From an optimization exercise on the open Yosys and OpenROAD flow, aimed at small area, a short achievable clock period and few clock cycles per item; shortcuts taken in it are not production practice. Function was checked by simulation only, so behaviour that the tests miss may differ from the original.

## flow/config.mk

```make
export PLATFORM = sky130hd
export DESIGN_NAME = kw_unwrap
export DESIGN_NICKNAME = kw_unwrap
export VERILOG_FILES = /design/flow/design.v
export SDC_FILE = /design/flow/constraint.sdc
export NUM_CORES = 8
export LEC_CHECK = 0
export CAP_MARGIN = 20
export CORE_MARGIN = 2
export CORE_UTILIZATION = 25
export SETUP_SLACK_MARGIN = 1.25
export SLEW_MARGIN = 20
export SYNTH_HIERARCHICAL = 1
```

## flow/constraint.sdc

```tcl
create_clock -name core_clock -period 8.0 [get_ports {clk}]
set_input_delay 1.6000 -clock core_clock [delete_from_list [all_inputs] [get_ports {clk}]]
set_output_delay 1.6000 -clock core_clock [all_outputs]
set_load 0.01 [all_outputs]
```

## flow/design.v

```verilog
module aes_sbox (
    input  wire [7:0] a,
    output wire [7:0] y
);
    wire t0, t1, t2, t3, t4, t5, t6, t7, t8, t9, t10, t11, t12, t13, t14, t15, t16, t17, t18, t19, t20, t21, t22, t23, t24, t25, t26, t27, t28, t29, t30, M1, M2, M3, M4, M5, M6, M7, M8, M9, M10, M11, M12, M13, M14, M15, M16, M17, M18, M19, M20, M21, M22, M23, M24, M25, M26, M27, M28, M29, M30, M31, M32, M33, M34, M35, M36, M37, M38, M39, M40, M41, M42, M43, M44, M45, M46, M47, M48, M49, M50, M51, M52, M53, M54, M55, M56, M57, M58, M59, M60, M61, M62, M63, b0, b1, b2, b3, b4, b5, b6, b7, b8, b9, b10, b11, b12, b13, b14, b15, b16, b17, b18, b19, b20, b21, b22, b23, b24, b25, b26, b27, b28, b29, b30, b31, b32, b33, b34, b35, b36;
    sx2 g0 (.a(a[1]), .b(a[3]), .y(t0));
    sx2 g1 (.a(a[5]), .b(a[6]), .y(t1));
    sx2 g2 (.a(a[2]), .b(a[7]), .y(t2));
    sx2 g3 (.a(a[0]), .b(t1), .y(t3));
    sx2 g4 (.a(a[4]), .b(a[7]), .y(t4));
    sx2 g5 (.a(t0), .b(t4), .y(t5));
    sx2 g6 (.a(a[6]), .b(t0), .y(t6));
    sx2 g7 (.a(a[5]), .b(t2), .y(t7));
    sx2 g8 (.a(a[2]), .b(a[4]), .y(t8));
    sx2 g9 (.a(a[2]), .b(a[5]), .y(t9));
    sx2 g10 (.a(a[1]), .b(a[4]), .y(t10));
    sx2 g11 (.a(a[1]), .b(a[7]), .y(t11));
    sx2 g12 (.a(a[0]), .b(a[2]), .y(t12));
    sx2 g13 (.a(t2), .b(t10), .y(t13));
    sx2 g14 (.a(a[4]), .b(t2), .y(t14));
    sx2 g15 (.a(a[1]), .b(t2), .y(t15));
    sx2 g16 (.a(t1), .b(t8), .y(t16));
    sx2 g17 (.a(t0), .b(t9), .y(t17));
    sx2 g18 (.a(a[3]), .b(t7), .y(t18));
    sx2 g19 (.a(a[0]), .b(t5), .y(t19));
    sx2 g20 (.a(a[4]), .b(t7), .y(t20));
    sx2 g21 (.a(t1), .b(t5), .y(t21));
    sx2 g22 (.a(t3), .b(t15), .y(t22));
    sx2 g23 (.a(t6), .b(t14), .y(t23));
    sx2 g24 (.a(t0), .b(t7), .y(t24));
    sx2 g25 (.a(a[2]), .b(t6), .y(t25));
    sx2 g26 (.a(t0), .b(t16), .y(t26));
    sx2 g27 (.a(t6), .b(t12), .y(t27));
    sx2 g28 (.a(a[7]), .b(t3), .y(t28));
    sx2 g29 (.a(a[1]), .b(t3), .y(t29));
    sx2 g30 (.a(a[4]), .b(t3), .y(t30));
    snand2 g31 (.a(t13), .b(t5), .y(M1));
    snand2 g32 (.a(t22), .b(t19), .y(M2));
    sxn2 g33 (.a(t23), .b(M1), .y(M3));
    snand2 g34 (.a(t30), .b(a[0]), .y(M4));
    sx2 g35 (.a(M4), .b(M1), .y(M5));
    snand2 g36 (.a(t11), .b(t17), .y(M6));
    snand2 g37 (.a(t29), .b(t3), .y(M7));
    sxn2 g38 (.a(t18), .b(M6), .y(M8));
    snand2 g39 (.a(t28), .b(t27), .y(M9));
    sx2 g40 (.a(M9), .b(M6), .y(M10));
    snand2 g41 (.a(t4), .b(t25), .y(M11));
    snand2 g42 (.a(t8), .b(t20), .y(M12));
    sx2 g43 (.a(M12), .b(M11), .y(M13));
    snand2 g44 (.a(t2), .b(t21), .y(M14));
    sx2 g45 (.a(M14), .b(M11), .y(M15));
    sxn2 g46 (.a(M3), .b(M2), .y(M16));
    sx2 g47 (.a(M5), .b(t26), .y(M17));
    sxn2 g48 (.a(M8), .b(M7), .y(M18));
    sx2 g49 (.a(M10), .b(M15), .y(M19));
    sx2 g50 (.a(M16), .b(M13), .y(M20));
    sx2 g51 (.a(M17), .b(M15), .y(M21));
    sx2 g52 (.a(M18), .b(M13), .y(M22));
    sx2 g53 (.a(M19), .b(t24), .y(M23));
    sxn2 g54 (.a(M22), .b(M23), .y(M24));
    snand2 g55 (.a(M22), .b(M20), .y(M25));
    sx2 g56 (.a(M21), .b(M25), .y(M26));
    sxn2 g57 (.a(M20), .b(M21), .y(M27));
    sx2 g58 (.a(M23), .b(M25), .y(M28));
    snor2 g59 (.a(M28), .b(M27), .y(M29));
    snor2 g60 (.a(M26), .b(M24), .y(M30));
    snand2 g61 (.a(M20), .b(M23), .y(M31));
    snor2 g62 (.a(M27), .b(M31), .y(M32));
    sx2 g63 (.a(M27), .b(M25), .y(M33));
    snand2 g64 (.a(M21), .b(M22), .y(M34));
    snor2 g65 (.a(M24), .b(M34), .y(M35));
    sx2 g66 (.a(M24), .b(M25), .y(M36));
    sx2 g67 (.a(M21), .b(M29), .y(M37));
    sx2 g68 (.a(M32), .b(M33), .y(M38));
    sx2 g69 (.a(M23), .b(M30), .y(M39));
    sx2 g70 (.a(M35), .b(M36), .y(M40));
    sx2 g71 (.a(M38), .b(M40), .y(M41));
    sx2 g72 (.a(M37), .b(M39), .y(M42));
    sx2 g73 (.a(M37), .b(M38), .y(M43));
    sx2 g74 (.a(M39), .b(M40), .y(M44));
    sx2 g75 (.a(M42), .b(M41), .y(M45));
    snand2 g76 (.a(M44), .b(t5), .y(M46));
    snand2 g77 (.a(M40), .b(t19), .y(M47));
    snand2 g78 (.a(M39), .b(a[0]), .y(M48));
    snand2 g79 (.a(M43), .b(t17), .y(M49));
    snand2 g80 (.a(M38), .b(t3), .y(M50));
    snand2 g81 (.a(M37), .b(t27), .y(M51));
    snand2 g82 (.a(M42), .b(t25), .y(M52));
    snand2 g83 (.a(M45), .b(t20), .y(M53));
    snand2 g84 (.a(M41), .b(t21), .y(M54));
    snand2 g85 (.a(M44), .b(t13), .y(M55));
    snand2 g86 (.a(M40), .b(t22), .y(M56));
    snand2 g87 (.a(M39), .b(t30), .y(M57));
    snand2 g88 (.a(M43), .b(t11), .y(M58));
    snand2 g89 (.a(M38), .b(t29), .y(M59));
    snand2 g90 (.a(M37), .b(t28), .y(M60));
    snand2 g91 (.a(M42), .b(t4), .y(M61));
    snand2 g92 (.a(M45), .b(t8), .y(M62));
    snand2 g93 (.a(M41), .b(t2), .y(M63));
    sx2 g94 (.a(M56), .b(M61), .y(b0));
    sxn2 g95 (.a(M62), .b(b0), .y(b1));
    sx2 g96 (.a(M46), .b(M49), .y(b2));
    sx2 g97 (.a(M54), .b(M58), .y(b3));
    sx2 g98 (.a(M50), .b(M53), .y(b4));
    sx2 g99 (.a(M48), .b(M60), .y(b5));
    sx2 g100 (.a(M51), .b(M59), .y(b6));
    sx2 g101 (.a(M47), .b(M50), .y(b7));
    sxn2 g102 (.a(M55), .b(b7), .y(b8));
    sx2 g103 (.a(M46), .b(M52), .y(b9));
    sxn2 g104 (.a(M61), .b(b6), .y(b10));
    sxn2 g105 (.a(M62), .b(b10), .y(b11));
    sx2 g106 (.a(b3), .b(b5), .y(b12));
    sxn2 g107 (.a(M55), .b(b1), .y(b13));
    sx2 g108 (.a(M48), .b(M51), .y(b14));
    sx2 g109 (.a(M61), .b(M63), .y(b15));
    sx2 g110 (.a(M48), .b(M58), .y(b16));
    sx2 g111 (.a(M49), .b(M52), .y(b17));
    sxn2 g112 (.a(M57), .b(b2), .y(b18));
    sx2 g113 (.a(M47), .b(M53), .y(b19));
    sx2 g114 (.a(b2), .b(b8), .y(b20));
    sx2 g115 (.a(b8), .b(b14), .y(b21));
    sx2 g116 (.a(b9), .b(b15), .y(b22));
    sx2 g117 (.a(b2), .b(b16), .y(b23));
    sxn2 g118 (.a(b12), .b(b22), .y(b24));
    sxn2 g119 (.a(b11), .b(b23), .y(b25));
    sx2 g120 (.a(b1), .b(b21), .y(b26));
    sx2 g121 (.a(b4), .b(b17), .y(b27));
    sx2 g122 (.a(b1), .b(b12), .y(b28));
    sx2 g123 (.a(b4), .b(b11), .y(b29));
    sx2 g124 (.a(b9), .b(b19), .y(b30));
    sx2 g125 (.a(b1), .b(b20), .y(b31));
    sx2 g126 (.a(b4), .b(b18), .y(b32));
    sxn2 g127 (.a(b13), .b(b30), .y(b33));
    sx2 g128 (.a(b28), .b(b32), .y(b34));
    sxn2 g129 (.a(b3), .b(b29), .y(b35));
    sx2 g130 (.a(b13), .b(b27), .y(b36));
    assign y[7] = b36;
    assign y[6] = b33;
    assign y[5] = b24;
    assign y[4] = b31;
    assign y[3] = b26;
    assign y[2] = b34;
    assign y[1] = b35;
    assign y[0] = b25;
endmodule
module sx2 (input wire a, input wire b, output wire y);
    assign y = a ^ b;
endmodule
module sxn2 (input wire a, input wire b, output wire y);
    assign y = ~(a ^ b);
endmodule
module snand2 (input wire a, input wire b, output wire y);
    assign y = ~(a & b);
endmodule
module snor2 (input wire a, input wire b, output wire y);
    assign y = ~(a | b);
endmodule
module aes_inv_sbox (
    input  wire [7:0] a,
    output wire [7:0] y
);
    wire t0, t1, t2, t3, t4, t5, t6, t7, t8, t9, t10, t11, t12, t13, t14, t15, t16, t17, t18, t19, t20, t21, t22, t23, t24, t25, t26, t27, t28, t29, M1, M2, M3, M4, M5, M6, M7, M8, M9, M10, M11, M12, M13, M14, M15, M16, M17, M18, M19, M20, M21, M22, M23, M24, M25, M26, M27, M28, M29, M30, M31, M32, M33, M34, M35, M36, M37, M38, M39, M40, M41, M42, M43, M44, M45, M46, M47, M48, M49, M50, M51, M52, M53, M54, M55, M56, M57, M58, M59, M60, M61, M62, M63, b0, b1, b2, b3, b4, b5, b6, b7, b8, b9, b10, b11, b12, b13, b14, b15, b16, b17, b18, b19, b20, b21, b22, b23, b24, b25, b26, b27, b28, b29, b30, b31, b32, b33, b34, b35, b36, b37, b38, b39;
    sx2 g0 (.a(a[4]), .b(a[6]), .y(t0));
    sx2 g1 (.a(a[0]), .b(a[1]), .y(t1));
    sx2 g2 (.a(a[3]), .b(a[4]), .y(t2));
    sx2 g3 (.a(a[3]), .b(a[6]), .y(t3));
    sx2 g4 (.a(a[2]), .b(a[7]), .y(t4));
    sx2 g5 (.a(t0), .b(t1), .y(t5));
    sx2 g6 (.a(a[6]), .b(a[7]), .y(t6));
    sx2 g7 (.a(a[7]), .b(t0), .y(t7));
    sx2 g8 (.a(t1), .b(t3), .y(t8));
    sx2 g9 (.a(a[0]), .b(a[7]), .y(t9));
    sx2 g10 (.a(a[1]), .b(a[2]), .y(t10));
    sx2 g11 (.a(a[0]), .b(a[5]), .y(t11));
    sx2 g12 (.a(a[0]), .b(a[3]), .y(t12));
    sx2 g13 (.a(a[1]), .b(a[5]), .y(t13));
    sx2 g14 (.a(a[2]), .b(a[5]), .y(t14));
    sxn2 g15 (.a(a[4]), .b(a[7]), .y(t15));
    sx2 g16 (.a(a[5]), .b(t4), .y(t16));
    sx2 g17 (.a(t1), .b(t2), .y(t17));
    sx2 g18 (.a(t1), .b(t6), .y(t18));
    sxn2 g19 (.a(t3), .b(t9), .y(t19));
    sx2 g20 (.a(t2), .b(t10), .y(t20));
    sx2 g21 (.a(a[5]), .b(t2), .y(t21));
    sx2 g22 (.a(a[0]), .b(t2), .y(t22));
    sx2 g23 (.a(t0), .b(t11), .y(t23));
    sxn2 g24 (.a(t3), .b(t13), .y(t24));
    sxn2 g25 (.a(t0), .b(t14), .y(t25));
    sxn2 g26 (.a(t4), .b(t5), .y(t26));
    sx2 g27 (.a(t4), .b(t8), .y(t27));
    sxn2 g28 (.a(a[5]), .b(t5), .y(t28));
    sx2 g29 (.a(a[3]), .b(t7), .y(t29));
    snor2 g30 (.a(t18), .b(t25), .y(M1));
    snor2 g31 (.a(t15), .b(t7), .y(M2));
    sxn2 g32 (.a(t27), .b(M1), .y(M3));
    snor2 g33 (.a(t5), .b(t16), .y(M4));
    sx2 g34 (.a(M4), .b(M1), .y(M5));
    snand2 g35 (.a(t17), .b(t24), .y(M6));
    snor2 g36 (.a(t0), .b(t22), .y(M7));
    sx2 g37 (.a(t23), .b(M6), .y(M8));
    snor2 g38 (.a(t8), .b(t28), .y(M9));
    sxn2 g39 (.a(M9), .b(M6), .y(M10));
    snand2 g40 (.a(t2), .b(t26), .y(M11));
    snor2 g41 (.a(t29), .b(t20), .y(M12));
    sxn2 g42 (.a(M12), .b(M11), .y(M13));
    snor2 g43 (.a(t6), .b(t19), .y(M14));
    sxn2 g44 (.a(M14), .b(M11), .y(M15));
    sx2 g45 (.a(M3), .b(M2), .y(M16));
    sxn2 g46 (.a(M5), .b(t12), .y(M17));
    sx2 g47 (.a(M8), .b(M7), .y(M18));
    sx2 g48 (.a(M10), .b(M15), .y(M19));
    sx2 g49 (.a(M16), .b(M13), .y(M20));
    sx2 g50 (.a(M17), .b(M15), .y(M21));
    sx2 g51 (.a(M18), .b(M13), .y(M22));
    sxn2 g52 (.a(M19), .b(t21), .y(M23));
    sxn2 g53 (.a(M22), .b(M23), .y(M24));
    snand2 g54 (.a(M22), .b(M20), .y(M25));
    sx2 g55 (.a(M21), .b(M25), .y(M26));
    sxn2 g56 (.a(M20), .b(M21), .y(M27));
    sx2 g57 (.a(M23), .b(M25), .y(M28));
    snor2 g58 (.a(M28), .b(M27), .y(M29));
    snor2 g59 (.a(M26), .b(M24), .y(M30));
    snand2 g60 (.a(M20), .b(M23), .y(M31));
    snor2 g61 (.a(M27), .b(M31), .y(M32));
    sx2 g62 (.a(M27), .b(M25), .y(M33));
    snand2 g63 (.a(M21), .b(M22), .y(M34));
    snor2 g64 (.a(M24), .b(M34), .y(M35));
    sx2 g65 (.a(M24), .b(M25), .y(M36));
    sxn2 g66 (.a(M21), .b(M29), .y(M37));
    sxn2 g67 (.a(M32), .b(M33), .y(M38));
    sxn2 g68 (.a(M23), .b(M30), .y(M39));
    sxn2 g69 (.a(M35), .b(M36), .y(M40));
    sxn2 g70 (.a(M38), .b(M40), .y(M41));
    sx2 g71 (.a(M37), .b(M39), .y(M42));
    sx2 g72 (.a(M37), .b(M38), .y(M43));
    sxn2 g73 (.a(M39), .b(M40), .y(M44));
    sx2 g74 (.a(M42), .b(M41), .y(M45));
    snor2 g75 (.a(M44), .b(t25), .y(M46));
    snor2 g76 (.a(M40), .b(t7), .y(M47));
    snor2 g77 (.a(M39), .b(t16), .y(M48));
    snand2 g78 (.a(M43), .b(t24), .y(M49));
    snor2 g79 (.a(M38), .b(t22), .y(M50));
    snor2 g80 (.a(M37), .b(t28), .y(M51));
    snand2 g81 (.a(M42), .b(t26), .y(M52));
    snor2 g82 (.a(M45), .b(t20), .y(M53));
    snor2 g83 (.a(M41), .b(t19), .y(M54));
    snor2 g84 (.a(M44), .b(t18), .y(M55));
    snor2 g85 (.a(M40), .b(t15), .y(M56));
    snor2 g86 (.a(M39), .b(t5), .y(M57));
    snand2 g87 (.a(M43), .b(t17), .y(M58));
    snor2 g88 (.a(M38), .b(t0), .y(M59));
    snor2 g89 (.a(M37), .b(t8), .y(M60));
    snand2 g90 (.a(M42), .b(t2), .y(M61));
    snor2 g91 (.a(M45), .b(t29), .y(M62));
    snor2 g92 (.a(M41), .b(t6), .y(M63));
    sx2 g93 (.a(M52), .b(M61), .y(b0));
    sx2 g94 (.a(M50), .b(b0), .y(b1));
    sxn2 g95 (.a(M54), .b(M58), .y(b2));
    sx2 g96 (.a(M62), .b(b2), .y(b3));
    sx2 g97 (.a(M59), .b(b1), .y(b4));
    sx2 g98 (.a(M48), .b(M56), .y(b5));
    sx2 g99 (.a(M47), .b(M60), .y(b6));
    sx2 g100 (.a(b5), .b(b6), .y(b7));
    sx2 g101 (.a(M57), .b(M63), .y(b8));
    sx2 g102 (.a(M46), .b(M51), .y(b9));
    sxn2 g103 (.a(M49), .b(b7), .y(b10));
    sx2 g104 (.a(M51), .b(M59), .y(b11));
    sx2 g105 (.a(M48), .b(M59), .y(b12));
    sx2 g106 (.a(M55), .b(M63), .y(b13));
    sx2 g107 (.a(M49), .b(M58), .y(b14));
    sxn2 g108 (.a(M58), .b(b5), .y(b15));
    sxn2 g109 (.a(M49), .b(b11), .y(b16));
    sxn2 g110 (.a(M55), .b(M61), .y(b17));
    sx2 g111 (.a(M46), .b(b12), .y(b18));
    sx2 g112 (.a(b8), .b(b15), .y(b19));
    sx2 g113 (.a(M47), .b(b9), .y(b20));
    sx2 g114 (.a(M53), .b(b14), .y(b21));
    sx2 g115 (.a(b0), .b(b16), .y(b22));
    sx2 g116 (.a(b0), .b(b18), .y(b23));
    sx2 g117 (.a(M53), .b(b9), .y(b24));
    sx2 g118 (.a(M54), .b(b13), .y(b25));
    sx2 g119 (.a(b8), .b(b17), .y(b26));
    sx2 g120 (.a(M57), .b(b3), .y(b27));
    sx2 g121 (.a(b10), .b(b25), .y(b28));
    sx2 g122 (.a(M62), .b(b21), .y(b29));
    sx2 g123 (.a(b1), .b(b10), .y(b30));
    sx2 g124 (.a(b19), .b(b24), .y(b31));
    sx2 g125 (.a(b3), .b(b22), .y(b32));
    sx2 g126 (.a(b3), .b(b20), .y(b33));
    sx2 g127 (.a(b3), .b(b23), .y(b34));
    sx2 g128 (.a(b4), .b(b28), .y(b35));
    sx2 g129 (.a(b4), .b(b31), .y(b36));
    sx2 g130 (.a(b4), .b(b33), .y(b37));
    sx2 g131 (.a(b4), .b(b29), .y(b38));
    sx2 g132 (.a(b27), .b(b30), .y(b39));
    assign y[7] = b32;
    assign y[6] = b35;
    assign y[5] = b39;
    assign y[4] = b34;
    assign y[3] = b36;
    assign y[2] = b37;
    assign y[1] = b38;
    assign y[0] = b26;
endmodule
module aes_inv_mixcol (
    input  wire [31:0] c,
    output wire [31:0] y
);
    wire m0, m1, m2, m3, m4, m5, m6, m7, m8, m9, m10, m11, m12, m13, m14, m15, m16, m17, m18, m19, m20, m21, m22, m23, m24, m25, m26, m27, m28, m29, m30, m31, m32, m33, m34, m35, m36, m37, m38, m39, m40, m41, m42, m43, m44, m45, m46, m47, m48, m49, m50, m51, m52, m53, m54, m55, m56, m57, m58, m59, m60, m61, m62, m63, m64, m65, m66, m67, m68, m69, m70, m71, m72, m73, m74, m75, m76, m77, m78, m79, m80, m81, m82, m83, m84, m85, m86, m87, m88, m89, m90, m91, m92, m93, m94, m95, m96, m97, m98, m99, m100, m101, m102, m103, m104, m105, m106, m107, m108, m109, m110, m111, m112, m113, m114, m115, m116, m117, m118, m119, m120, m121, m122, m123, m124, m125, m126, m127, m128, m129, m130, m131, m132, m133, m134, m135, m136, m137, m138, m139, m140, m141, m142, m143, m144, m145, m146, m147, m148, m149, m150, m151, m152, m153, m154, m155, m156, m157, m158, m159, m160, m161, m162, m163, m164, m165, m166, m167, m168, m169, m170, m171, m172, m173, m174, m175, m176, m177, m178, m179;
    sx2 x0 (.a(c[5]), .b(c[21]), .y(m0));
    sx2 x1 (.a(c[13]), .b(c[29]), .y(m1));
    sx2 x2 (.a(c[14]), .b(c[30]), .y(m2));
    sx2 x3 (.a(c[6]), .b(c[22]), .y(m3));
    sx2 x4 (.a(m0), .b(m1), .y(m4));
    sx2 x5 (.a(c[3]), .b(c[31]), .y(m5));
    sx2 x6 (.a(c[15]), .b(c[19]), .y(m6));
    sx2 x7 (.a(c[7]), .b(c[23]), .y(m7));
    sx2 x8 (.a(c[18]), .b(m2), .y(m8));
    sx2 x9 (.a(c[26]), .b(m3), .y(m9));
    sx2 x10 (.a(c[16]), .b(m4), .y(m10));
    sx2 x11 (.a(c[1]), .b(c[17]), .y(m11));
    sx2 x12 (.a(c[9]), .b(c[25]), .y(m12));
    sx2 x13 (.a(c[11]), .b(c[27]), .y(m13));
    sx2 x14 (.a(c[12]), .b(c[28]), .y(m14));
    sx2 x15 (.a(c[4]), .b(c[20]), .y(m15));
    sx2 x16 (.a(c[8]), .b(c[24]), .y(m16));
    sx2 x17 (.a(c[2]), .b(c[10]), .y(m17));
    sx2 x18 (.a(m7), .b(m13), .y(m18));
    sx2 x19 (.a(m5), .b(m6), .y(m19));
    sx2 x20 (.a(m8), .b(m9), .y(m20));
    sx2 x21 (.a(c[0]), .b(c[31]), .y(m21));
    sx2 x22 (.a(c[0]), .b(m16), .y(m22));
    sx2 x23 (.a(m4), .b(m12), .y(m23));
    sx2 x24 (.a(m14), .b(m15), .y(m24));
    sx2 x25 (.a(c[7]), .b(m11), .y(m25));
    sx2 x26 (.a(m18), .b(m19), .y(m26));
    sx2 x27 (.a(m17), .b(m20), .y(m27));
    sx2 x28 (.a(m10), .b(m22), .y(m28));
    sx2 x29 (.a(c[15]), .b(c[23]), .y(m29));
    sx2 x30 (.a(c[7]), .b(c[15]), .y(m30));
    sx2 x31 (.a(c[23]), .b(c[27]), .y(m31));
    sx2 x32 (.a(m2), .b(m21), .y(m32));
    sx2 x33 (.a(c[31]), .b(m24), .y(m33));
    sx2 x34 (.a(c[15]), .b(c[16]), .y(m34));
    sx2 x35 (.a(m5), .b(m31), .y(m35));
    sx2 x36 (.a(c[2]), .b(m11), .y(m36));
    sx2 x37 (.a(m2), .b(m30), .y(m37));
    sx2 x38 (.a(m1), .b(m7), .y(m38));
    sx2 x39 (.a(m3), .b(m29), .y(m39));
    sx2 x40 (.a(c[25]), .b(m3), .y(m40));
    sx2 x41 (.a(m7), .b(m16), .y(m41));
    sx2 x42 (.a(m2), .b(m15), .y(m42));
    sx2 x43 (.a(c[10]), .b(m5), .y(m43));
    sx2 x44 (.a(c[17]), .b(m17), .y(m44));
    sx2 x45 (.a(c[11]), .b(m6), .y(m45));
    sx2 x46 (.a(m3), .b(m14), .y(m46));
    sx2 x47 (.a(m8), .b(m14), .y(m47));
    sx2 x48 (.a(m1), .b(m19), .y(m48));
    sx2 x49 (.a(m9), .b(m15), .y(m49));
    sx2 x50 (.a(m25), .b(m43), .y(m50));
    sx2 x51 (.a(m0), .b(m18), .y(m51));
    sx2 x52 (.a(m23), .b(m47), .y(m52));
    sx2 x53 (.a(m23), .b(m49), .y(m53));
    sx2 x54 (.a(c[1]), .b(c[9]), .y(m54));
    sx2 x55 (.a(c[12]), .b(c[20]), .y(m55));
    sx2 x56 (.a(c[4]), .b(c[21]), .y(m56));
    sx2 x57 (.a(c[11]), .b(c[28]), .y(m57));
    sx2 x58 (.a(c[20]), .b(c[28]), .y(m58));
    sx2 x59 (.a(c[5]), .b(c[29]), .y(m59));
    sx2 x60 (.a(c[6]), .b(c[30]), .y(m60));
    sx2 x61 (.a(c[10]), .b(c[12]), .y(m61));
    sx2 x62 (.a(c[9]), .b(c[24]), .y(m62));
    sx2 x63 (.a(c[14]), .b(c[21]), .y(m63));
    sx2 x64 (.a(c[12]), .b(c[29]), .y(m64));
    sx2 x65 (.a(c[7]), .b(c[31]), .y(m65));
    sx2 x66 (.a(c[17]), .b(c[24]), .y(m66));
    sx2 x67 (.a(c[6]), .b(c[13]), .y(m67));
    sx2 x68 (.a(c[10]), .b(c[25]), .y(m68));
    sx2 x69 (.a(c[13]), .b(c[30]), .y(m69));
    sx2 x70 (.a(c[14]), .b(c[22]), .y(m70));
    sx2 x71 (.a(c[1]), .b(c[8]), .y(m71));
    sx2 x72 (.a(c[22]), .b(c[30]), .y(m72));
    sx2 x73 (.a(c[0]), .b(c[24]), .y(m73));
    sx2 x74 (.a(c[3]), .b(c[7]), .y(m74));
    sx2 x75 (.a(c[2]), .b(c[4]), .y(m75));
    sx2 x76 (.a(c[6]), .b(c[14]), .y(m76));
    sx2 x77 (.a(c[8]), .b(c[23]), .y(m77));
    sx2 x78 (.a(m0), .b(m70), .y(m78));
    sx2 x79 (.a(c[8]), .b(m21), .y(m79));
    sx2 x80 (.a(m2), .b(m17), .y(m80));
    sx2 x81 (.a(m11), .b(m61), .y(m81));
    sx2 x82 (.a(c[28]), .b(m56), .y(m82));
    sx2 x83 (.a(c[1]), .b(m21), .y(m83));
    sx2 x84 (.a(m6), .b(m13), .y(m84));
    sx2 x85 (.a(c[2]), .b(m54), .y(m85));
    sx2 x86 (.a(c[26]), .b(m74), .y(m86));
    sx2 x87 (.a(m3), .b(m13), .y(m87));
    sx2 x88 (.a(c[13]), .b(m58), .y(m88));
    sx2 x89 (.a(m0), .b(m29), .y(m89));
    sx2 x90 (.a(c[29]), .b(m63), .y(m90));
    sx2 x91 (.a(c[4]), .b(m64), .y(m91));
    sx2 x92 (.a(m3), .b(m65), .y(m92));
    sx2 x93 (.a(c[5]), .b(m55), .y(m93));
    sx2 x94 (.a(c[19]), .b(m12), .y(m94));
    sx2 x95 (.a(c[21]), .b(m67), .y(m95));
    sx2 x96 (.a(m11), .b(m62), .y(m96));
    sx2 x97 (.a(c[5]), .b(m69), .y(m97));
    sx2 x98 (.a(c[9]), .b(m34), .y(m98));
    sx2 x99 (.a(m6), .b(m31), .y(m99));
    sx2 x100 (.a(c[23]), .b(m66), .y(m100));
    sx2 x101 (.a(c[22]), .b(m59), .y(m101));
    sx2 x102 (.a(m34), .b(m68), .y(m102));
    sx2 x103 (.a(m12), .b(m71), .y(m103));
    sx2 x104 (.a(c[15]), .b(m72), .y(m104));
    sx2 x105 (.a(m9), .b(m98), .y(m105));
    sx2 x106 (.a(c[18]), .b(m87), .y(m106));
    sx2 x107 (.a(c[20]), .b(m35), .y(m107));
    sx2 x108 (.a(m32), .b(m44), .y(m108));
    sx2 x109 (.a(m46), .b(m97), .y(m109));
    sx2 x110 (.a(m39), .b(m96), .y(m110));
    sx2 x111 (.a(m81), .b(m99), .y(m111));
    sx2 x112 (.a(m40), .b(m44), .y(m112));
    sx2 x113 (.a(m37), .b(m103), .y(m113));
    sx2 x114 (.a(m30), .b(m78), .y(m114));
    sx2 x115 (.a(m45), .b(m75), .y(m115));
    sx2 x116 (.a(m35), .b(m94), .y(m116));
    sx2 x117 (.a(m25), .b(m40), .y(m117));
    sx2 x118 (.a(m32), .b(m100), .y(m118));
    sx2 x119 (.a(m12), .b(m86), .y(m119));
    sx2 x120 (.a(m83), .b(m102), .y(m120));
    sx2 x121 (.a(m9), .b(m84), .y(m121));
    sx2 x122 (.a(m24), .b(m38), .y(m122));
    sx2 x123 (.a(m8), .b(m41), .y(m123));
    sx2 x124 (.a(m41), .b(m85), .y(m124));
    sx2 x125 (.a(m4), .b(m39), .y(m125));
    sx2 x126 (.a(m38), .b(m76), .y(m126));
    sx2 x127 (.a(m42), .b(m101), .y(m127));
    sx2 x128 (.a(c[23]), .b(m36), .y(m128));
    sx2 x129 (.a(m42), .b(m95), .y(m129));
    sx2 x130 (.a(m37), .b(m73), .y(m130));
    sx2 x131 (.a(m16), .b(m92), .y(m131));
    sx2 x132 (.a(m60), .b(m89), .y(m132));
    sx2 x133 (.a(m46), .b(m90), .y(m133));
    sx2 x134 (.a(m32), .b(m77), .y(m134));
    sx2 x135 (.a(m4), .b(m79), .y(m135));
    sx2 x136 (.a(m8), .b(m45), .y(m136));
    sx2 x137 (.a(m80), .b(m116), .y(m137));
    sx2 x138 (.a(m112), .b(m123), .y(m138));
    sx2 x139 (.a(m33), .b(m114), .y(m139));
    sx2 x140 (.a(m10), .b(m130), .y(m140));
    sx2 x141 (.a(m48), .b(m93), .y(m141));
    sx2 x142 (.a(m36), .b(m107), .y(m142));
    sx2 x143 (.a(m10), .b(m134), .y(m143));
    sx2 x144 (.a(m20), .b(m124), .y(m144));
    sx2 x145 (.a(m51), .b(m88), .y(m145));
    sx2 x146 (.a(m26), .b(m127), .y(m146));
    sx2 x147 (.a(m26), .b(m129), .y(m147));
    sx2 x148 (.a(m50), .b(m57), .y(m148));
    sx2 x149 (.a(m10), .b(m113), .y(m149));
    sx2 x150 (.a(m26), .b(m133), .y(m150));
    sx2 x151 (.a(m104), .b(m122), .y(m151));
    sx2 x152 (.a(m33), .b(m132), .y(m152));
    sx2 x153 (.a(m22), .b(m125), .y(m153));
    sx2 x154 (.a(m119), .b(m136), .y(m154));
    sx2 x155 (.a(m33), .b(m126), .y(m155));
    sx2 x156 (.a(m26), .b(m109), .y(m156));
    sx2 x157 (.a(m20), .b(m120), .y(m157));
    sx2 x158 (.a(m105), .b(m108), .y(m158));
    sx2 x159 (.a(m117), .b(m135), .y(m159));
    sx2 x160 (.a(m25), .b(m115), .y(m160));
    sx2 x161 (.a(m50), .b(m106), .y(m161));
    sx2 x162 (.a(m10), .b(m110), .y(m162));
    sx2 x163 (.a(m48), .b(m82), .y(m163));
    sx2 x164 (.a(m23), .b(m118), .y(m164));
    sx2 x165 (.a(m121), .b(m128), .y(m165));
    sx2 x166 (.a(m10), .b(m131), .y(m166));
    sx2 x167 (.a(m51), .b(m91), .y(m167));
    sx2 x168 (.a(m52), .b(m142), .y(m168));
    sx2 x169 (.a(m28), .b(m161), .y(m169));
    sx2 x170 (.a(m53), .b(m148), .y(m170));
    sx2 x171 (.a(m53), .b(m111), .y(m171));
    sx2 x172 (.a(m28), .b(m154), .y(m172));
    sx2 x173 (.a(m28), .b(m137), .y(m173));
    sx2 x174 (.a(m52), .b(m160), .y(m174));
    sx2 x175 (.a(m27), .b(m163), .y(m175));
    sx2 x176 (.a(m27), .b(m167), .y(m176));
    sx2 x177 (.a(m27), .b(m145), .y(m177));
    sx2 x178 (.a(m28), .b(m165), .y(m178));
    sx2 x179 (.a(m27), .b(m141), .y(m179));
    assign y[0] = m166;
    assign y[1] = m164;
    assign y[2] = m157;
    assign y[3] = m178;
    assign y[4] = m168;
    assign y[5] = m175;
    assign y[6] = m146;
    assign y[7] = m152;
    assign y[8] = m140;
    assign y[9] = m159;
    assign y[10] = m144;
    assign y[11] = m173;
    assign y[12] = m170;
    assign y[13] = m176;
    assign y[14] = m156;
    assign y[15] = m155;
    assign y[16] = m153;
    assign y[17] = m149;
    assign y[18] = m158;
    assign y[19] = m169;
    assign y[20] = m174;
    assign y[21] = m179;
    assign y[22] = m147;
    assign y[23] = m139;
    assign y[24] = m143;
    assign y[25] = m162;
    assign y[26] = m138;
    assign y[27] = m172;
    assign y[28] = m171;
    assign y[29] = m177;
    assign y[30] = m150;
    assign y[31] = m151;
endmodule
module kw_unwrap (
    input  wire         clk,
    input  wire         rst,       
    input  wire         start,     
    input  wire [127:0] kek,       
    input  wire [191:0] wrapped,   
    output wire         busy,
    output wire         done,      
    output wire         ok,        
    output wire [127:0] key        
);
    localparam [63:0] KW_IV = 64'hA6A6A6A6A6A6A6A6;
    reg         busy_r;
    reg         done_r;
    reg         kexp;     
    reg         first;    
    reg [3:0]   rnd;      
    reg [3:0]   t;        
    reg [127:0] st;       
    reg [63:0]  ro;       
    reg [127:0] rk;       
    reg [127:0] kl;       
    wire accept = start && !busy_r;
    genvar gb, gc, gr;
    wire last   = !kexp && (rnd == 4'd0);
    assign busy = busy_r;
    assign done = done_r;
    assign ok   = (st[127:64] == KW_IV);
    assign key  = {st[63:0], ro};
    wire [31:0]  w0 = rk[127:96];
    wire [31:0]  w1 = rk[95:64];
    wire [31:0]  w2 = rk[63:32];
    wire [31:0]  w3 = rk[31:0];
    wire [31:0]  v3 = w3 ^ w2;    
    wire [31:0]  v2 = w2 ^ w1;
    wire [31:0]  v1 = w1 ^ w0;
    wire [31:0]  rot = {v3[23:0], v3[31:24]};
    wire [31:0]  sw_out;
    generate
        for (gb = 0; gb < 4; gb = gb + 1) begin : g_sbox
            aes_sbox u_sbox (.a(rot[8*gb +: 8]), .y(sw_out[8*gb +: 8]));
        end
    endgenerate
    wire [9:0]   rd = {rnd == 4'd9, rnd == 4'd8, rnd == 4'd7, rnd == 4'd6, rnd == 4'd5,
                       rnd == 4'd4, rnd == 4'd3, rnd == 4'd2, rnd == 4'd1, rnd == 4'd0};
    wire [7:0]   rcon = {rd[7], rd[6], rd[5] | rd[9], rd[4] | rd[8] | rd[9],
                         rd[3] | rd[8], rd[2] | rd[9], rd[1] | rd[8] | rd[9], rd[0] | rd[8]};
    wire [31:0]  temp = sw_out ^ {rcon, 24'h000000};
    wire [31:0]  n0 = w0 ^ temp;
    wire         fin = kexp && (rnd == 4'd9);    
    wire [31:0]  n2 = v2 ^ n0;
    wire [127:0] key_step = {n0, v1 ^ (temp & {32{kexp}}), v2 ^ (n0 & {32{kexp}}),
                             v3 ^ (n2 & {32{fin}})};
    wire [127:0] key_prev = {n0, v1, v2, v3};
    wire         step12 = (t == 4'd12);
    wire [127:0] blk = (step12 ? {kl[127:64] ^ 64'd12, kl[63:0]}
                               : {st[127:64] ^ {60'd0, t}, ro}) ^ rk;
    wire [127:0] imc;
    generate
        for (gc = 0; gc < 4; gc = gc + 1) begin : g_imc
            aes_inv_mixcol u_imc (.c(st[32*gc +: 32]), .y(imc[32*gc +: 32]));
        end
    endgenerate
    wire [127:0] x = first ? blk : imc;
    wire [127:0] isr;
    generate
        for (gc = 0; gc < 4; gc = gc + 1) begin : g_col
            for (gr = 0; gr < 4; gr = gr + 1) begin : g_row
                assign isr[127 - 8*(gr + 4*((gc + gr) % 4)) -: 8] =
                       x[127 - 8*(gr + 4*gc) -: 8];
            end
        end
    endgenerate
    wire [127:0] isb;
    generate
        for (gb = 0; gb < 16; gb = gb + 1) begin : g_isbox
            aes_inv_sbox u_isbox (.a(isr[8*gb +: 8]), .y(isb[8*gb +: 8]));
        end
    endgenerate
    wire [127:0] ark = isb ^ key_prev;
    always @(posedge clk) begin
        if (rst) begin
            busy_r <= 1'b0;
            done_r <= 1'b0;
            kexp   <= 1'b0;
            first  <= 1'b0;
        end else begin
            done_r <= 1'b0;
            if (accept) begin
                busy_r <= 1'b1;
                kexp   <= 1'b1;
                first  <= 1'b0;
                rnd    <= 4'd0;
                t      <= 4'd12;
            end else if (busy_r) begin
                if (kexp) begin
                    if (rnd == 4'd9) begin
                        kexp  <= 1'b0;
                        first <= 1'b1;
                    end else begin
                        rnd <= rnd + 4'd1;
                    end
                end else begin
                    first <= (rnd == 4'd0) && (t != 4'd1);
                    if (rnd == 4'd0) begin
                        rnd <= 4'd9;
                        t   <= t - 4'd1;
                        if (t == 4'd1) begin
                            busy_r <= 1'b0;
                            done_r <= 1'b1;
                        end
                    end else begin
                        rnd <= rnd - 4'd1;
                    end
                end
            end
        end
    end
    always @(posedge clk) begin
        if (accept)
            rk <= {kek[127:32], kek[63:32] ^ kek[31:0]};
        else if (last)
            rk <= kl;
        else
            rk <= key_step;
    end
    always @(posedge clk) begin
        if (accept)
            kl <= {wrapped[191:128], wrapped[63:0]};
        else if (first && step12)
            kl <= rk;
    end
    always @(posedge clk) begin
        st <= ark;
        if (accept)
            ro <= wrapped[127:64];
        else if (first && !step12)
            ro <= st[63:0];
    end
endmodule
```

## flow/flow/run.sh

```bash
#!/bin/bash
# The standard layout (the standard.sh: ORFS synthesis to finish), with
# two changes in how it is made:
#  - the port buffers that global placement inserts on every input and
#    output are the smallest buffer (buf_1) instead of clkdlybuf4s50_1;
#  - clock tree synthesis inserts no dummy loads.
# ORFS writes each step's full log under orfs/logs/; make's own output goes
# to flow.log here.
set -euo pipefail
export BUFFER_PORTS_ARGS="-buffer_cell sky130_fd_sc_hd__buf_1"
export CTS_ARGS="-sink_clustering_enable -repair_clock_nets -dont_use_dummy_load"
bash standard.sh finish > flow.log 2>&1
```

## flow/standard.sh

```bash
#!/bin/bash
# synth_recipe.tcl (not shown) runs the flow's synth.tcl, then flattens the netlist and writes it again
# the make line also repeats each setting of config.mk as NAME=value (left out here)
make -C /OpenROAD-flow-scripts/flow DESIGN_CONFIG=/design/flow/config.mk WORK_HOME=/design/flow/orfs CLKGATE_MAP_FILE= SYNTH_SCRIPT=/design/flow/synth_recipe.tcl "${@:-finish}"
```

==> run summary, run 1 <==
- Routability-driven placement finished with a final weighted congestion of 0.990.
- Sequential share of the synthesized area: 20.5%
- The worst register-to-register path has a depth of 26.
* Async S/R FF share, synth: 0%
* Routed length per instance: 25.3 um
* Capturing point of the worst reg2reg path: st[61]$_DFF_P_
- Among all flip-flop cells after synthesis, the most frequent one is dfxtp_1.
- Min-delay worst type: reg -> reg
- After technology mapping, the gate count stands at 6482.
- In the routed design, unresolved DRC markers number 0.
* Post-DP HPWL: 202 mm
- Endpoints failing hold: 0
* Count of endpoints failing setup in the final report: 0
* Max clock buf depth: 3
* Wire length of the first global-routing pass: 336 mm
- The worst setup path is of the reg -> reg kind.
- In this run the critical register-to-register path is launched from st[62]$_DFF_P_.
- The count of buffers added on input and output ports is 453.
* Number of core rows: 171
* Cell with the most instances after synthesis: xor2_1
- After global routing the overflow that remains totals 0.
* # nets final: 7158
* TritonCTS Buffers: 60
* Cell taking the most area after synthesis: xor2_1
- Routed Antenna Nets: 0
- R2r setup slk: 1.39 ns
* Global router's overall resource usage: 20.9%
- Number of synthesized flops with an enable pin: 200
- The die covers 223000 um^2.
- The final layout contains routed wiring with a total length of 245 mm.
- In this run the number of H-tree levels came out at 2.
- Result of the run: no timing/DRC/antenna violations
* Ratio of routed vias to standard cells: 4.66
- Layout overhead on the synthesized area: 19.3%
* Largest net degree at the start of global routing: 116
- Worst hold slack across all endpoints: 0.561 ns
- After the first detailed-routing iteration, the DRC count stood at 3913.
- For the worst setup path, the data required time is 8.50 ns.
* Kind of capture point of the worst setup path: flop
* TritonCTS clock tree: yes
* Clock latency of the later-clocked register in the worst-skew pair: 0.71 ns
* Synth top cells by count: 2274 x xor2_1, 971 x nand2_1, 884 x xnor2_1
- Derived from the worst setup path, the maximum achievable clock frequency is 151 MHz.
- Area share of the largest cell type after synthesis: 36.3%
* Horizontal die dimension: 472 um
- Number of max-cap violations: 0
- Unique cell type count in the Yosys netlist: 66
- Launching instance or port of the critical path: st[62]$_DFF_P_
- Once layout is complete, the utilization of the core stands at 30.1%.
- A synthesized cell averages 8.46 um^2.
* Clock tree skew after final layout: 0.0753 ns
- Clock-pin slew was measured on the worst setup and hold paths at 0.06 ns.
* Post-cts hold buffer count: 0
- The via count of the first global-routing pass was 44800.
- Fraction of layout cells with a size suffix above 1: 16.8%
- The number of nets handed over by synthesis was 6812.
- Vert. Die Dim: 472 um
* Number of max-slew violations in the final report: 0
- Counting flops and latches in the post-synthesis netlist gives 460.
- Along the worst path, the maximum fanout reaches 6.
* Main area contributors after synthesis: xor2_1 36%, xnor2_1 14%, edfxtp_1 11%, dfxtp_1 9.5%, nand2_1 6.6%
- Yosys warns: 7
* Number of placed I/O pins: 454
- Least-Margin Pin Slew: 1.23 ns
- The initial antenna violation count is 17.
* Arrival time of data at the critical path endpoint: 7.11 ns
* Detailed-route via count: 45100
- Initial cell density of the core: 25.2%
- Setup repair after global routing could not meet its margin everywhere.
* End point of the critical path: st[61]$_DFF_P_
- Worst-case headroom to the max-slew limit: 17.6%
- The synthesized netlist occupies a cell area of 54800 um^2.
* # clock sinks: 460
* First-pass DRT Iterations: 5
- Core Box Area: 218000 um^2
- The cell sitting at the root of the clock tree is a clkbuf_16.
* Post-layout minimum cycle time: 6.61 ns
* Share of the clock period used by the worst path: 82.6%
* Startpoint types: flop
cell type report:
class / count / area (um^2)
Fill cell: 22900 / 152000
Multi-Input combinational cell: 5441 / 44300
Sequential cell: 460 / 11300
Timing Repair Buffer: 828 / 4650
Tap cell: 2854 / 3570
Clock buffer: 60 / 1500
Inverter: 37 / 146
Antenna cell: 3 / 7.51
critical path, cell delays in order (launching register included):
cell and delay (ns):
dfxtp_1 0.51, xor2_1 0.17, buf_4 0.22, xor2_4 0.30, xor2_2 0.30, xor2_2 0.31, xor2_1 0.16, buf_4 0.21
mux2_2 0.38, xor2_1 0.20, xnor2_1 0.27, nand2_1 0.16, xor2_1 0.22, xor2_1 0.24, xor2_2 0.26, nand2_2 0.14
xor2_1 0.18, nor2_1 0.19, xnor2_2 0.15, buf_4 0.15, xor2_1 0.19, nand2_1 0.19, xnor2_2 0.25, xor2_2 0.21
xor2_1 0.25, xor2_2 0.15, xnor2_4 0.42
Yosys stat by module, one instance, submodules excluded:
module,copies in the design,area (um^2)
aes_inv_mixcol,4,240
snor2,416,3.75
aes_inv_sbox,16,60.1
aes_sbox,4,60.1
sx2,2228,8.76
snand2,264,3.75
sxn2,464,8.76
kw_unwrap,1,26500
per-stage QoR:
stage	cells	setup TNS, ns	instance area (um^2)	setup slack [ns]
2_1_floorplan	6482	0	54800	1.33
5_1_grt	9680	0	65400	1.12
3_3_place_gp	9537	-0.0299	58900	-0.0299
6_report	9683	0	65400	1.39
4_1_cts	9611	0	62100	1.13
3_5_place_dp	9537	-0.000609	58900	-0.000609
repair_timing:
action | 4_1_cts | 5_1_grt
pin swaps | 22 | 105
setup buffers | 14 | 69
hold endpoints to repair | 0 | 0
gates resized for setup | 230 | 375
setup endpoints to repair | 172 | 181
state kept, by name, summed over array words and instances, names as in the netlist, 4 cells and up:
name  count
rnd       4
ro       64
rk      128
t         4
st      128
kl      128
routing by layer:
metal | GRT usage, % | vias to the layer above | wire, um
met5 | 0 | - | 134
met4 | 12.7 | 20 | 18100
met3 | 2.60 | 485 | 15000
met2 | 33.8 | 1876 | 111000
met1 | 26.6 | 22100 | 101000
li1 | - | 20600 | -
cells in the final DEF (no fill, tap or decap), types with 9 or more instances in the layout:
cell	count
buf_4	364
o21ai_0	18
buf_1	453
xnor3_1	27
buf_12	9
xnor2_4	11
o21ai_1	51
xnor2_1	736
dfxtp_1	213
inv_1	34
nor2_1	529
xnor2_2	138
clkbuf_16	60
o211ai_1	29
mux2_2	116
a21oi_1	103
mux2i_1	128
a31oi_1	57
xor2_2	279
nand2_1	967
nor4_1	13
o22ai_1	22
nor2_2	9
nor3_2	29
edfxtp_1	200
nand3_1	32
xor2_1	1947
dfxtp_2	44
xor2_4	48
o31ai_1	24
how the worst min path moves through the flow:
stage | from | to | slack, ns | depth (start not counted)
floorplan | kl[126]$_DFFE_PP_ | rk[126]$_DFF_P_ | 0.50 | 2
global placement | kl[127]$_DFFE_PP_ | rk[127]$_DFF_P_ | 0.55 | 2
detailed placement | kl[127]$_DFFE_PP_ | rk[127]$_DFF_P_ | 0.56 | 2
CTS | kl[127]$_DFFE_PP_ | rk[127]$_DFF_P_ | 0.57 | 2
global route | kl[115]$_DFFE_PP_ | rk[115]$_DFF_P_ | 0.61 | 2
finish | kl[127]$_DFFE_PP_ | rk[127]$_DFF_P_ | 0.56 | 2
logic make-up after synthesis:
logic type / after synthesis / share of synthesized area, %
AO/OA/AOI/OAI: 356 / 4.02
flip-flops: 460 / 20.5
multiplexers: 252 / 4.88
buffers and inverters: 581 / 6.76
AND/OR/NAND/NOR: 1640 / 12.1
XOR/XNOR: 3186 / 51.6
adder cells (fa/ha/maj): 7 / 0.160
Testbench counts, summed over its fixed seeds: cycles 67,072, items 512.
==> run 2: changes to the inputs <==
--- a/flow/config.mk
+++ b/flow/config.mk
@@ -9,5 +9,5 @@
 export CORE_MARGIN = 2
 export CORE_UTILIZATION = 25
-export SETUP_SLACK_MARGIN = 1.25
+export SETUP_SLACK_MARGIN = 1.5
 export SLEW_MARGIN = 20
 export SYNTH_HIERARCHICAL = 1
==> run 2 against run 1 <==
  * Die area unchanged
  * Final cell count increased by 0.81%
  * Synthesized cell count unchanged
  * Critical path type unchanged
  * Highest routed layer unchanged
==> run summary, run 2 <==
- The number of sinks on the clock net was 460 (unchanged).
- The area of combinational cells with multiple inputs came to 46900 um^2 (+5.9%).
* # DRC: 0 (unchanged)
- The portion of the post-synthesis area used by sequential elements came to 20.5% (unchanged).
- The upper clock frequency limit came to 156 MHz (+3.4%).
- Endpoints failing hold: 0 (unchanged)
- Result of the run: no timing/DRC/antenna violations
* Cell area after technology mapping: 54800 um^2 (unchanged)
* Endpoint required time on the critical path: 8.50 ns (about the same)
- Yosys reg bits: 460 (unchanged)
- The initial standard-cell utilization of the core was 25.2% (unchanged).
- The signal on the critical path passes through xor2_2 > xor2_1 > xor2_1 > xor2_2 > mux2_2 > xor2_1 > xor2_1 > nor2_1 > xor2_1 > xnor2_1 > xor2_2 > xnor2_1 > xor2_1 > xnor2_2 > xor2_1 > nand2_1 > xnor2_2 > xor2_2 > xor2_1 > xor2_1 > xnor2_2.
- Max clock buf depth: 3 (unchanged)
- Startpoint types: flop
* Cell family contributing the most delay on the critical path: XOR/XNOR gates
- The overall routed net length was 249 mm (+1.7%).
* DIE AREA: 223000 um^2 (unchanged)
- The number of instances in the synthesized netlist was 6482 (unchanged).
- The via count of the first global-routing pass is 44800 (+0.0022%).
- Post-synthesis average cell area: 8.46 um^2 (unchanged)
* RSZ-0062 raised after global routing: yes
* Unique cell type count in the Yosys netlist: 66 (unchanged)
- Wire length of the first global-routing pass: 336 mm (+0.22%)
* Fraction of layout cells with a size suffix above 1: 22.2% (+5.3 points)
- The setup clock skew after layout was 0.0598 ns (-0.0155 ns).
- Layout overhead on the synthesized area: 25.8%
* CTS Root Buffer Type: clkbuf_16
- Critical Path Most Common Cell: xor2_1
* CP peak stage delay: 0.51 ns (about the same)
- Clock latency of the later-clocked register in the worst-skew pair: 0.70 ns (about the same)
* Post-layout minimum cycle time: 6.39 ns (-0.219 ns)
* DR iter-0 viols: 3930 (+0.43%)
* Number of instances in the placed design: 9507 (-0.31%)
- The hold path depth came to 2 (unchanged).
- Routed length per instance: 25.6 um (+0.91%)
- The die width was 472 um (unchanged).
* Yosys warns: 7 (unchanged)
- Global router's overall resource usage: 21.0% (+0.045 points)
- Area share of the largest cell type after synthesis: 36.3% (unchanged)
- Routed Antenna Nets: 0 (unchanged)
- The largest fanout on the critical path came to 5 (-1).
* Least-Margin Pin Slew: 1.14 ns (-0.0859 ns)
- The initial antenna violation count was 13 (-4).
- The min-delay analysis places its worst path in the category reg -> reg.
* Most common cell after layout, fill and taps aside: xor2_1
- Top flip-flop cell by instance count after synthesis: dfxtp_1
* Library cell contributing the largest single delay on the critical path: dfxtp_1
- The hold buffer count at cts came to 0 (unchanged).
- Number of max-slew violations in the final report: 0 (unchanged)
* Final TNS setup: 0 ns (unchanged)
- Count of placed standard cells in the final layout, fillers left out: 9761 (+0.81%)
- Routability-driven placement congestion ratio: 1.03 (+3.7%)
- Net count after synthesis: 6812 (unchanged)
- Main area contributors after synthesis: xor2_1 36%, xnor2_1 14%, edfxtp_1 11%, dfxtp_1 9.5%, nand2_1 6.6%
* Worst Path Class, Setup: reg -> reg
* Buffers & Inverters on Critical Path: 0 (-3)
- The maximum number of pins on one net before global-route repair was 132 (+14%).
- The logic depth of the worst path, buffers included was 21 (-19%).
* Cell taking the most area after synthesis: xor2_1
* Core Box Area: 218000 um^2 (unchanged)
* Ratio of routed vias to standard cells: 4.71 (+1.2%)
- Final setup slack of the worst path: 1.61 ns (+0.219 ns)
- Most frequent cells in the layout: 1793 x xor2_1, 943 x nand2_1, 685 x xnor2_1
* # nets final: 7238 (+1.1%)
- The max-cap check violation count is 0 (unchanged).
- Worst slack at placement: 0.105 ns (+0.106 ns)
- TritonCTS built the clock tree.
* Worst-case headroom to the max-slew limit: 23.6% (+6.0 points)
- The iteration count of the initial detailed-routing pass is 6 (+1).
- The number of enable-type register cells in the synthesized netlist is 200 (unchanged).
* Number of placed I/O pins: 454 (unchanged)
- The count of buffers from port buffering came to 453 (unchanged).
- Share of the clock period used by the worst path: 79.9% (-2.7 points)
* Total area of sequential cells: 11300 um^2 (+0.61%)
* Detailed-route via count: 46000 (+2.1%)
- Post-DP HPWL: 201 mm (-0.51%)
- The arrival time of data at the critical path endpoint came to 6.89 ns (-0.22 ns).
- Kind of capture point of the worst setup path: flop
- Clock H-tree levels: 2 (unchanged)
- TritonCTS Buffers: 60 (unchanged)
* Number of core rows: 171 (unchanged)
* Vert. Die Dim: 472 um (unchanged)
- Clock-pin slew of the registers on the worst-case setup and hold paths: 0.06 ns (about the same)
- The fraction of synthesis flops using an asynchronous set or reset pin was 0% (unchanged).
* Logic depth of the worst register-to-register path: 21 (-19%)
- The final-report setup violation count came to 0 (unchanged).
- The final-layout fill cell count is 22400 (-2.1%).
- The remaining global-route overflow is 0 (unchanged).
- Cell with the most instances after synthesis: xor2_1
* Largest regs: kl: 128 flops, rk: 128 flops, st: 128 flops
- Synth top cells by count: 2274 x xor2_1, 971 x nand2_1, 884 x xnor2_1
==> run 2: changes by cell type in the layout (fill, tap and decap cells not counted), moves of 22 or more <==
cell     change
xnor2_1     -51
xor2_2      +85
nor2_1      -22
nand2_1     -24
xnor2_2     +48
mux2_2      -24
nand2_2     +24
nor2_2      +22
xor2_1     -154
mux2_4      +24
buf_4       +62
xor2_4      +69
dfxtp_2     +28
dfxtp_1     -37
==> run 2: timing repair <==
item                       CTS  global route
pin swaps                   60           220
cloned                       2             4
setup buffers               34           153
hold endpoints to repair     0             0
setup endpoints to repair  205           198
resized for setup          396           617
==> run 2: per-stage QoR <==
step | instance area, um^2 | util [%] | hold slack [ns]
finish | 68900 | 31.7 | 0.578
global route | 68900 | 31.7 | 0.615
CTS | 63400 | 29.1 | 0.580
detailed placement | 58700 | 27.0 | 0.562
global placement | 58700 | 27.0 | 0.556
floorplan | 54900 | - | 0.501
==> run 2: modules after synthesis, one instance, submodules excluded, a selection <==
| module | times used | flip-flops and latches | cells | area, um^2 |
|---|---|---|---|---|
| aes_inv_sbox | 16 | 0 | 8 | 60.1 |
| sx2 | 2228 | 0 | 1 | 8.76 |
| kw_unwrap | 1 | 460 | 2822 | 26500 |
| aes_sbox | 4 | 0 | 8 | 60.1 |
| sxn2 | 464 | 0 | 1 | 8.76 |
| aes_inv_mixcol | 4 | 0 | 32 | 240 |
==> run 2: cell type report <==
| cell class | instances | share of cell area, % |
|---|---|---|
| antenna | 1 | 0.00363 |
| tap | 2854 | 5.18 |
| sequential | 460 | 16.5 |
| clock buffer | 60 | 2.18 |
| inverter | 37 | 0.223 |
| timing repair buffer | 908 | 7.96 |
| multi-input combinational | 5441 | 68.0 |
==> run 2: cell families (layout without fill, tap and decap cells) <==
family / count (synthesis) / after routing / share of synthesized area, %
XOR/XNOR: 3186 / 3186 / 51.6
AO/OA/AOI/OAI: 356 / 356 / 4.02
adder cells (fa/ha/maj): 7 / 7 / 0.160
AND/OR/NAND/NOR: 1640 / 1640 / 12.1
flip-flops: 460 / 460 / 20.5
other: 0 / 1 / 0
multiplexers: 252 / 252 / 4.88
buffers and inverters: 581 / 1005 / 6.76
==> run 2: worst reg2reg max path: stages (launching register included) <==
cell and delay [ns]:
dfxtp_1 0.51, xor2_2 0.40, xor2_1 0.38, xor2_1 0.27, xor2_2 0.43, mux2_2 0.41
xor2_1 0.38, xor2_1 0.28, nor2_1 0.10, xor2_1 0.16, xnor2_1 0.32, xor2_2 0.16
xnor2_1 0.31, xor2_1 0.16, xnor2_2 0.35, xor2_1 0.22, nand2_1 0.18, xnor2_2 0.24
xor2_2 0.21, xor2_1 0.19, xor2_1 0.13, xnor2_2 0.45
==> run 2: metal layers <==
layer	global-route usage (%)	wire length, um	vias to the layer above	part of all wire (%)
met1	26.9	102000	22700	41
met3	2.65	16200	560	6.5
li1	-	-	20600	-
met5	0	108	-	0.043
met2	33.1	112000	2109	45
met4	13.5	19800	16	8.0
==> run 2: final timing paths <==
| path | from | endpoint | slack (ns) |
|---|---|---|---|
| min reg2reg | kl[67]$_DFFE_PP_ | rk[67]$_DFF_P_ | 0.58 |
| max reg2reg | st[60]$_DFF_P_ | st[61]$_DFF_P_ | 1.61 |
| max | st[60]$_DFF_P_ | st[61]$_DFF_P_ | 1.61 |
| min | kl[67]$_DFFE_PP_ | rk[67]$_DFF_P_ | 0.58 |
==> run 3: changes to the inputs <==
==> flow/run.sh (new file) <==
#!/bin/bash
# synth_recipe.tcl (not shown) runs the flow's synth.tcl, then flattens the netlist and writes it again
# the make line also repeats each setting of config.mk as NAME=value (left out here)
make -C /OpenROAD-flow-scripts/flow DESIGN_CONFIG=/design/flow/config.mk WORK_HOME=/design/flow/orfs CLKGATE_MAP_FILE= SYNTH_SCRIPT=/design/flow/synth_recipe.tcl finish
--- a/flow/config.mk
+++ b/flow/config.mk
@@ -9,5 +9,4 @@
 export CORE_MARGIN = 2
 export CORE_UTILIZATION = 25
-export SETUP_SLACK_MARGIN = 1.5
 export SLEW_MARGIN = 20
 export SYNTH_HIERARCHICAL = 1
removed: flow/flow/run.sh
removed: flow/standard.sh
==> run 3 against run 2 <==
  * Global-route usage is 0.20 points lower
  * Register-to-register slack got worse by 1.4 ns
  * Non-clock buffer count decreased by 178
  * Hold slack worse by 0.018 ns
  * First-iteration DRC count fell by 2.5%
  * Synthesized cell count stayed put
  * Highest routed layer unchanged
  * Worst setup slack got worse by 1.4 ns
  * Still clean on timing, DRC and antenna
  * Synthesized area did not move
  * Final area fell by 7.3%
  * Die area is the same
  * Maximum frequency is 18% lower
==> run summary, run 3 <==
- The number of distinct library cells after synthesis came to 66 (unchanged).
- Post-layout minimum cycle time: 7.75 ns (+1.36 ns)
- Synthesized netlist cell count: 6482 (unchanged)
* Post-DP HPWL: 201 mm (about the same)
- Number of instances in the placed design: 9522 (+0.16%)
* Share of the clock period used by the worst path: 96.9% (+17 points)
* Post-synthesis average cell area: 8.46 um^2 (unchanged)
- The total vias in the final route came to 44500 (-3.3%).
- TritonCTS built the clock tree.
* Worst Path Class, Setup: reg -> reg
- The post-synthesis net count came to 6812 (unchanged).
- STA classifies the critical path endpoint as a flop.
* Largest regs: kl: 128 flops, rk: 128 flops, st: 128 flops
* Number of core rows: 171 (unchanged)
* Startpoint types: flop
- Number of placed I/O pins: 454 (unchanged)
- The deepest clock path buffer count was 3 (unchanged).
- The worst relative slew slack came to 24.1% (+0.49 points).
- Arrival time of data at the critical path endpoint: 8.32 ns (+1.43 ns)
- The global router's overall resource usage is 20.8% (-0.20 points).
* Fillers: 23000 (+2.4%)
- The number of slew-limit violations in the final report came to 0 (unchanged).
- Core Box Area: 218000 um^2 (unchanged)
* Async S/R FF share, synth: 0% (unchanged)
- The worst-case reg-to-reg path depth is 23 (+9.5%).
- Initial cell density of the core: 25.2% (unchanged)
- Global-route congestion overflow total: 0 (unchanged)
* Largest net degree at the start of global routing: 128 (-3.0%)
- Routed Antenna Nets: 0 (unchanged)
- The clock transition time at the flip-flop clock pins of the worst setup and hold paths is 0.06 ns (about the same).
- The via count normalized by instance count was 4.61 (-2.1%).
- The H-tree depth was 2 (unchanged).
* # nets final: 7061 (-2.4%)
- Cell with the most instances after synthesis: xor2_1
* Number of max-cap violations: 0 (unchanged)
- Count of input and output buffers: 453 (unchanged)
- The number of DRC markers in iteration 0 was 3831 (-2.5%).
* Endpoints failing hold: 0 (unchanged)
- The via count of the first global-routing pass was 44500 (-0.69%).
* Initial antenna violation count: 20 (+7)
- The overall routed net length was 242 mm (-3.1%).
* Result of the run: no timing/DRC/antenna violations
- The pin slew with the least headroom to its limit is 1.13 ns (-0.0111 ns).
- The critical path required time is 8.57 ns (+0.07 ns).
* Count of placed standard cells in the final layout, fillers left out: 9642 (-1.2%)
* Cell taking the most area after synthesis: xor2_1
- After synthesis, the most frequently instantiated cells are 2274 x xor2_1, 971 x nand2_1, 884 x xnor2_1.
- Clock tree skew after final layout: 0.0457 ns (-0.0140 ns)
* Top flip-flop cell by instance count after synthesis: dfxtp_1
- The die width was 472 um (unchanged).
- The share of post-route cells with drive strength above 1 is 8.58% (-14 points).
* Routed length per instance: 25.1 um (-1.9%)
- In the post-synthesis netlist, the biggest area contributors are xor2_1 36%, xnor2_1 14%, edfxtp_1 11%, dfxtp_1 9.5%, nand2_1 6.6%.
- DIE AREA: 223000 um^2 (unchanged)
* Number of synthesized flops with an enable pin: 200 (unchanged)
* R2r setup slk: 0.25 ns (-1.36 ns)
- # DRC: 0 (unchanged)
- Tracing the worst setup path back leads to its startpoint at st[63]$_DFF_P_.
* Launching point of the worst reg2reg path: st[63]$_DFF_P_
* Most common cell after layout, fill and taps aside: xor2_1
* Wire length of the first global-routing pass: 334 mm (-0.80%)
- Layout overhead on the synthesized area: 16.5%
- The synthesis-stage register bit count came to 460 (unchanged).
- The placer's final routability congestion estimate is 1.00 (-2.4%).
- The die extent in y is 472 um (unchanged).
* Count of endpoints failing setup in the final report: 0 (unchanged)
* Max Fanout on Critical Path: 6 (+1)
- Most frequent cells in the layout: 2261 x xor2_1, 970 x nand2_1, 878 x xnor2_1
- Peak clock frequency supported by timing: 129 MHz (-18%)
- Worst Hold Depth: 2 (unchanged)
- Min-delay worst type: reg -> reg
* Clock latency of the later-clocked register in the worst-skew pair: 0.73 ns (+0.03 ns)
* End of the worst hold path: rk[83]$_DFF_P_
- The share of Yosys cell area claimed by the top area cell type came to 36.3% (unchanged).
- CTS placed an instance of clkbuf_16 at the clock tree root.
- The worst hold slack after final layout is 0.560 ns (-0.0181 ns).
* Capturing point of the worst reg2reg path: st[22]$_DFF_P_
- Yosys warns: 7 (unchanged)
* TritonCTS Buffers: 61 (+1.7%)
- Cell area after technology mapping: 54800 um^2 (unchanged)
- The startpoint identified for the worst hold timing path is kl[83]$_DFFE_PP_.
- Sequential share of the synthesized area: 20.5% (unchanged)
* # clock sinks: 460 (unchanged)
* First-pass DRT Iterations: 6 (unchanged)
[run 3: worst max-delay path by stage]
stage | to | slack, ns | depth (start not counted)
after global placement | st[54]$_DFF_P_ | -0.10 | 24
after global routing | st[26]$_DFF_P_ | -0.01 | 23
after floorplan | kl[0]$_DFFE_PP_ | 0.48 | 7
after CTS | st[54]$_DFF_P_ | 0.11 | 24
after detailed placement | st[54]$_DFF_P_ | 0.01 | 24
final | st[22]$_DFF_P_ | 0.25 | 23
[run 3: kinds of logic (layout without fill, tap and decap cells)]
group	count (synthesis)	in the layout	share of synthesized area (%)
AOI/OAI and AO/OA	356	356	4.02
and+or+nand+nor	1640	1640	12.1
muxes	252	252	4.88
xor gates and xnor gates	3186	3186	51.6
adders and majority gates	7	7	0.160
DFF	460	460	20.5
other	0	4	0
buffers and inverters	581	883	6.76
[run 3: area by class of cell]
class	count	area, um^2	share of cell area (%)
antenna	4	10.0	0.0157
clock buffer	80	1750	2.74
clock inverter	36	375	0.588
inverter	37	140	0.219
multi-input combinational	5441	40100	62.8
sequential	460	11200	17.6
tap	2854	3570	5.59
timing repair buffer	730	6710	10.5
[run 3: Yosys stat by module, one instance, submodules excluded]
| module | cell area [um^2] | cells inside | flip-flops and latches | times used |
|---|---|---|---|---|
| kw_unwrap | 26500 | 2822 | 460 | 1 |
| aes_inv_mixcol | 240 | 32 | 0 | 4 |
| aes_inv_sbox | 60.1 | 8 | 0 | 16 |
| aes_sbox | 60.1 | 8 | 0 | 4 |
| sx2 | 8.76 | 1 | 0 | 2228 |
| sxn2 | 8.76 | 1 | 0 | 464 |
| snand2 | 3.75 | 1 | 0 | 264 |
| snor2 | 3.75 | 1 | 0 | 416 |
[run 3: routing by layer]
layer / wire length (um) / track usage [%] / up-vias
li1: - / - / 20700
met1: 102000 / 26.5 / 21600
met2: 107000 / 33.0 / 1685
met3: 14800 / 3.02 / 406
met4: 17700 / 12.8 / 24
met5: 161 / 0 / -
[run 3: timing repair]
| action | CTS | global route |
|---|---|---|
| buffers inserted | 0 | 0 |
| gates resized for setup | 1 | 17 |
| gates cloned | 0 | 0 |
| hold endpoints to repair | 0 | 0 |
| hold buffers | 0 | 0 |
| endpoints found under the setup margin | 1 | 31 |
[run 3: metrics by stage]
stage / utilization, % / instance area [um^2] / setup TNS (ns) / setup slack, ns
detailed placement: 28.3 / 61600 / 0 / 0.0131
global placement: 28.3 / 61600 / -0.104 / -0.104
CTS: 29.3 / 63800 / 0 / 0.106
floorplan: - / 54800 / 0 / 0.483
finish: 29.4 / 63900 / 0 / 0.251
global route: 29.4 / 63900 / -0.0138 / -0.0138
[run 3: worst max-delay path, cell delays in order, from the launching register on]
cell	delay, ns
dfxtp_1	0.74
xor2_1	0.42
xor2_1	0.39
xor2_1	0.46
xor2_1	0.39
mux2_2	0.31
xor2_1	0.17
buf_4	0.18
xor2_1	0.41
xnor2_1	0.20
nand2_1	0.13
xnor2_1	0.31
xor2_1	0.13
xnor2_1	0.47
xnor2_1	0.25
nor2_1	0.11
xnor2_1	0.37
xor2_1	0.30
nand2_1	0.15
xor2_1	0.40
xor2_1	0.31
xor2_1	0.46
xor2_1	0.17
xnor2_1	0.38

re-timing with driven ports:
The flow's constraints put no driver on any port. The routed layouts listed below were extracted and timed again, unchanged, in two steps.
Step 1 assumes that a clkbuf_16 drives the clock port and a buf_2 every other input.
Step 2 moves the port delays by t, midway between the first and last clock arrival at a register: inputs arrive t later, outputs are due t later. That takes back most of the time a late clock gives input paths.
a / b / c = ideal ports / drivers / drivers and shift; a / b = the first two.
run | shift t [ns] | setup slack, ns | slew at the worst register clock pin (ns) | cell pins on the clock port's net
run 1 | 0.748 | 1.391 / 1.391 / 1.391 | 0.06 / 0.06 | 1
run 2 | 0.746 | 1.610 / 1.610 / 1.610 | 0.07 / 0.07 | 1
run 3 | 0.776 | 0.251 / 0.251 / 0.251 | 0.07 / 0.07 | 1
After both steps every run listed still meets setup and hold.
